Background: an optimization exercise with open tools, aiming at small area. Do not read the settings as production practice. The RTL was checked by simulation tests, not by an equivalence proof against the original design.

==> flow/design.v (outline; a module is shown in full before it is edited, if it fits) <==
// module mxfp4_block_dot: 806 lines
module mxfp4_block_dot (
    input  wire         clk,
    input  wire         rst,
    input  wire         in_valid,
    input  wire         in_first,
    input  wire         in_last,
    input  wire [127:0] in_a,       
    input  wire [127:0] in_b,
    input  wire [7:0]   in_sa,      
    input  wire [7:0]   in_sb,      
    output reg          out_valid,
    output wire [31:0]  out_d
);
  // ...
==> flow/flow/run.sh <==
#!/bin/bash
# Own layout flow: the standard layout (standard.sh, ORFS), with four
# changes:
#  - synthesis skips Yosys's generic "abc -fast" pre-mapping inside synth
#    (SYNTH_ARGS=-noabc), so extract_fa sees the design's full adders as
#    written;
#  - ABC's technology mapping runs flow/area.abc (&dch + &nf with area
#    recovery) instead of abc_area.script; flow/my_synth.tcl is the standard flow's
#    synth_recipe.tcl with only that change;
#  - port buffers are the smallest buffer cell (sky130_fd_sc_hd__buf_1)
#    instead of the one buffer_ports picks by default;
#  - clock tree synthesis builds the tree from clkbuf_4 cells (clkbuf_8 at
#    the root) instead of clkbuf_16, without dummy loads.
# Everything else (floorplan, power grid, taps, placement, CTS, routing) is
# the standard flow. Each step's full log is under orfs/logs/; make's own
# output goes to flow.log.
set -euo pipefail
here=$(pwd)
bash standard.sh "SYNTH_SCRIPT=$here/flow/my_synth.tcl" "SYNTH_ARGS=-noabc" \
    "BUFFER_PORTS_ARGS=-buffer_cell sky130_fd_sc_hd__buf_1" \
    "CTS_ARGS=-sink_clustering_enable -repair_clock_nets -dont_use_dummy_load -buf_list sky130_fd_sc_hd__clkbuf_4 -root_buf sky130_fd_sc_hd__clkbuf_8" \
    finish > flow.log 2>&1
==> flow/flow/area.abc <==
strash
&get -n
&dch
&nf -R 1000
&put
topo
==> flow/flow/my_synth.tcl <==
# The standard flow's synthesis script (synth_recipe.tcl, in the work folder) unchanged,
# except that ABC's technology mapping runs flow/area.abc in place of the
# flow's abc_area.script.
set my_flow_dir [file dirname [file normalize [info script]]]
set my_abc_script [file join $my_flow_dir area.abc]
proc abc {args} {
  set i [lsearch -exact $args -script]
  if { $i >= 0 } {
    lset args [expr { $i + 1 }] $::my_abc_script
  }
  yosys abc {*}$args
}
source [file join [file dirname $my_flow_dir] synth_recipe.tcl]
==> flow/standard.sh <==
#!/bin/bash
# synth_recipe.tcl (not shown) runs the flow's synth.tcl, then flattens the netlist and writes it again
# the make line also repeats each setting of config.mk as NAME=value (left out here)
make -C /OpenROAD-flow-scripts/flow DESIGN_CONFIG=/design/flow/config.mk WORK_HOME=/design/flow/orfs CLKGATE_MAP_FILE= SYNTH_SCRIPT=/design/flow/synth_recipe.tcl "${@:-finish}"
==> flow/config.mk <==
export PLATFORM = sky130hd
export DESIGN_NAME = mxfp4_block_dot
export DESIGN_NICKNAME = mxfp4_block_dot
export VERILOG_FILES = /design/flow/design.v
export SDC_FILE = /design/flow/constraint.sdc
export NUM_CORES = 4
export LEC_CHECK = 0
export ABC_AREA = 1
export CAP_MARGIN = 10
export CORE_MARGIN = 2
export CORE_UTILIZATION = 55
export SLEW_MARGIN = 10
==> flow/constraint.sdc <==
create_clock -name core_clock -period 35.0 [get_ports {clk}]
set_input_delay 7.0000 -clock core_clock [delete_from_list [all_inputs] [get_ports {clk}]]
set_output_delay 7.0000 -clock core_clock [all_outputs]
set_load 0.01 [all_outputs]
==> impl_metrics.env, run 1 <==
export IMPL_status="no timing/DRC/antenna violations"
export IMPL_whs_ns=0.452
export IMPL_synth_top_family_by_area="adder cells"
export IMPL_cts_max_level=3
export IMPL_clock_buffers=9
export IMPL_diodes=2
export IMPL_wl_met1_mm=30.5
export IMPL_cp_start_kind="flip-flop"
export IMPL_overflow=0
export IMPL_grt_pass1_wl_mm=122
export IMPL_wirelength_mm=79.3
export IMPL_cts_resized=0
export IMPL_hp_class="flip-flop to flip-flop"
export IMPL_ys_flop_type="dfxtp_1"
export IMPL_dr_wl_met3_mm=4.98
export IMPL_synth_area_top_cells="fa_1 (29%), nand2_1 (11%), o21ai_0 (6.0%)"
export IMPL_hold_violations=0
export IMPL_grt_util_met2_pct=62.1
export IMPL_dieHeight_um=208
export IMPL_crit_top_cell="ha_1"
export IMPL_cts_hold_buffers_added=0
export IMPL_yosysTopAreaCellShare_pct=28.6
export IMPL_synth_simple_area_share_pct=25.9
export IMPL_cts_buffers=9
export IMPL_final_fill_count=3752
export IMPL_drc=0
export IMPL_setup_viol=0
export IMPL_multiInputCombCellCount=2864
export IMPL_cpPeakStageDelay_ns=0.82
==> inputs of run 2 (changes only) <==
--- a/flow/config.mk
+++ b/flow/config.mk
@@ -6,7 +6,8 @@
 export NUM_CORES = 4
 export LEC_CHECK = 0
 export ABC_AREA = 1
-export CAP_MARGIN = 10
+export CAP_MARGIN = 5
 export CORE_MARGIN = 2
-export CORE_UTILIZATION = 55
-export SLEW_MARGIN = 10
+export CORE_UTILIZATION = 60
+export GPL_TIMING_DRIVEN = 0
+export SLEW_MARGIN = 5
==> run 2 against run 1 <==
Compared with the run above: design area about the same; synthesized area stayed put; largest cell class unchanged; clock-buffer cell count is the same; flip-flop and latch count stayed put.
==> impl_metrics.env, run 2 <==
export IMPL_ys_flop_type="dfxtp_1"
export IMPL_arrival_ns=32.10
export IMPL_end_kind="flip-flop"
export IMPL_portBuffers=309
export IMPL_cts_buffers=9
export IMPL_tightest_slew_ns=1.24
export IMPL_slowest_stage="clkinv_1"
export IMPL_wirelength_mm=74.6
export IMPL_synthMuxAreaShare_pct=3.35
export IMPL_post_drt_wl_per_cell_um=19.4
export IMPL_fmax_mhz=31.4
export IMPL_hold_end="out_valid$_SDFF_PP0_"
export IMPL_drtIter0Drc=2429
export IMPL_synth_compound_area_share_pct=23.2
export IMPL_hold_violations=0
export IMPL_r2r_slack_ns=3.19
export IMPL_drv_slew=0
export IMPL_track_usage_pct=37.5
export IMPL_cp_start_kind="flip-flop"
export IMPL_postCtsSetupBuffers=0
export IMPL_yosysTopAreaCellShare_pct=28.6
export IMPL_finalCritPeriodShare_pct=90.9
export IMPL_cts_max_level=3
export IMPL_synth_simple_area_share_pct=25.9
export IMPL_clock_skew_ns=0.0459
export IMPL_viasPerCell=6.41
export IMPL_root_buffer="clkbuf_8"
export IMPL_hp_class="flip-flop to flip-flop"
export IMPL_overflow=0
export IMPL_firstDrtPassIters=10
export IMPL_critPathRequiredTime_ns=35.29
export IMPL_clk_path_buf_depth=2
export IMPL_initial_core_util_pct=60.7
export IMPL_cpPeakStageDelay_ns=0.80
export IMPL_layout_drive_gt1_share_pct=1.05
export IMPL_rows=71
export IMPL_instances_no_fill=3842
export IMPL_mostFrequentLayoutCells="nand2_1 (650), fa_1 (326), buf_1 (309)"
export IMPL_synth_edf_count=0
export IMPL_avgSynthCellArea_um2=7.61
export IMPL_cts_resized=0
export IMPL_reg_top3="acc x32, MBf x12, tb x10"
export IMPL_dp_hpwl_mm=63.9
export IMPL_cts_hold_buffers_added=0
export IMPL_synth_top_cell_by_area="fa_1"
export IMPL_drtAntennaViolNets=0
export IMPL_die_w_um=199
export IMPL_setup_viol=0
export IMPL_yosys_area_share_adder_pct=33.9
export IMPL_place_ws_ns=3.75
export IMPL_io_pins=310
export IMPL_yosysWarnings=1
export IMPL_vias=24626
export IMPL_ys_seq_area_share_pct=5.27
export IMPL_tritoncts="built"
export IMPL_synthCells=2997
export IMPL_cts_sinks=60
export IMPL_grt_pass1_wl_mm=116
export IMPL_area_sequential_mm2=0.00120
export IMPL_whs_ns=0.458
export IMPL_r2r_end="acc[31]$_DFF_P_"
export IMPL_fin_nets=4026
export IMPL_multi_input_area_mm2=0.0214
export IMPL_drc=0
export IMPL_synth_xor_xnor_area_share_pct=7.18
export IMPL_layout_commonest_cell="nand2_1"
export IMPL_hold_path_startpoint="s1_lastv$_DFF_P_"
export IMPL_final_fill_count=3295
export IMPL_async_reset_ff_share_pct=0
export IMPL_fin_crit_ns=31.81
export IMPL_synth_fp_nets=3696
export IMPL_cap_violations=0
export IMPL_placed_cells=3827
export IMPL_path_class="flip-flop to flip-flop"
export IMPL_area_growth_pct=9.64
export IMPL_status="no timing/DRC/antenna violations"
export IMPL_largest_register="acc"
export IMPL_die_area_mm2=0.0396
export IMPL_grt_pass1_vias=22876
export IMPL_clk_latency_ns=0.39
export IMPL_worst_slack_ns=3.19
export IMPL_ys_ff_latch=60
export IMPL_gp_congestion=1.04
export IMPL_yosysMostFrequentCell="nand2_1"
export IMPL_clk_pin_slew_worst_paths_ns=0.10
export IMPL_grt_max_degree=48
export IMPL_worstRegToRegCells=126
export IMPL_cp_max_fo=39
export IMPL_netlist_area_mm2=0.0228
export IMPL_dieHeight_um=199
export IMPL_synth_area_top_cells="fa_1 (29%), nand2_1 (11%), o21ai_0 (6.0%)"
export IMPL_core_area_mm2=0.0376
export IMPL_yosys_cell_types_count=44
export IMPL_synthTopCellsByCount="nand2_1 (650), fa_1 (326), nor2_1 (283)"
export IMPL_holdPathStages=1
export IMPL_antenna_found_initial=5
export IMPL_largest_reg_flops=32
export IMPL_slew_headroom_pct=16.5
export IMPL_synth_top_family_by_area="adder cells"
export IMPL_r2r_start="s1_first$_DFF_P_"
export IMPL_rsz0062_at_grt="false"
run 2: worst max path at each step:
stage | start | end | slack [ns]
after floorplan | s1_first$_DFF_P_ | acc[31]$_DFF_P_ | 2.26
after global placement | s1_first$_DFF_P_ | acc[31]$_DFF_P_ | -3.36
after detailed placement | s1_first$_DFF_P_ | acc[31]$_DFF_P_ | 3.75
after CTS | s1_first$_DFF_P_ | acc[31]$_DFF_P_ | 3.70
after global routing | s1_first$_DFF_P_ | acc[31]$_DFF_P_ | 1.43
final | s1_first$_DFF_P_ | acc[31]$_DFF_P_ | 3.19
run 2: layer usage:
metal / up-vias / share of wire, % / GRT usage [%] / wire length, µm
li1: 11593 / - / - / -
met1: 11624 / 37 / 44.4 / 28000
met2: 1182 / 49 / 65.3 / 36300
met3: 223 / 7.0 / 4.20 / 5210
met4: 4 / 6.8 / 23.0 / 5110
met5: - / 0.035 / 0 / 26
run 2: final cells by class:
class | count | share of cell area [%]
Antenna cell | 6 | 0.0601
Clock buffer | 9 | 0.496
Inverter | 73 | 1.10
Multi-Input combinational cell | 2864 | 85.7
Sequential cell | 60 | 4.81
Tap cell | 511 | 2.56
Timing Repair Buffer | 319 | 5.30
run 2: cell families after synthesis:
logic type	after synthesis
AO/OA/AOI/OAI	820
buffers and inverters	73
XOR/XNOR	187
adder cells (fa/ha/maj)	422
AND/OR/NAND/NOR	1361
multiplexers	74
flip-flops	60
run 2: metrics by stage:
stage / cell area (µm²) / utilization [%] / TNS (ns)
floorplan: 22800 / - / 0
global placement: 24600 / 65.5 / -74.27
detailed placement: 24800 / 66.1 / 0
CTS: 25000 / 66.4 / 0
global route: 25000 / 66.5 / 0
finish: 25000 / 66.5 / 0
run 2: critical path: cells and delay by family (launching register included):
family          cells  cell delay (ns)
buf+inv             9             2.09
compound gates     32             5.38
simple gates       21             4.34
xor+xnor            1             0.34
flops               1             0.37
fa+ha+maj          63            19.11

## separate check: timing with driven ports
The results above use ideal ports. As a check the final layouts listed here were re-extracted and re-timed, cells and wires unchanged. Step 1 sets driving cells, clkbuf_16 on the clock port and buf_2 on the other inputs (assumed; they add their load-dependent delay and slew). Step 2 times the ports against the registers' clock, not the clock port: input delays grow and output delays shrink by t, the midpoint of the rising clock arrivals with the driver on. Slacks: ideal / step 1 / step 2; pairs: ideal / step 1.
run | t (ns) | setup slack, ns | clock arrival spread, ns | worst slew at a driven data input, ns | cell pins on the clock port's net
run 1 | 0.376 | 3.793 / 3.793 / 3.793 | 0.024 / 0.024 | 0.10 | 1
run 2 | 0.414 | 3.192 / 3.192 / 3.192 | 0.046 / 0.046 | 0.10 | 1
After both steps every run listed still meets setup and hold.
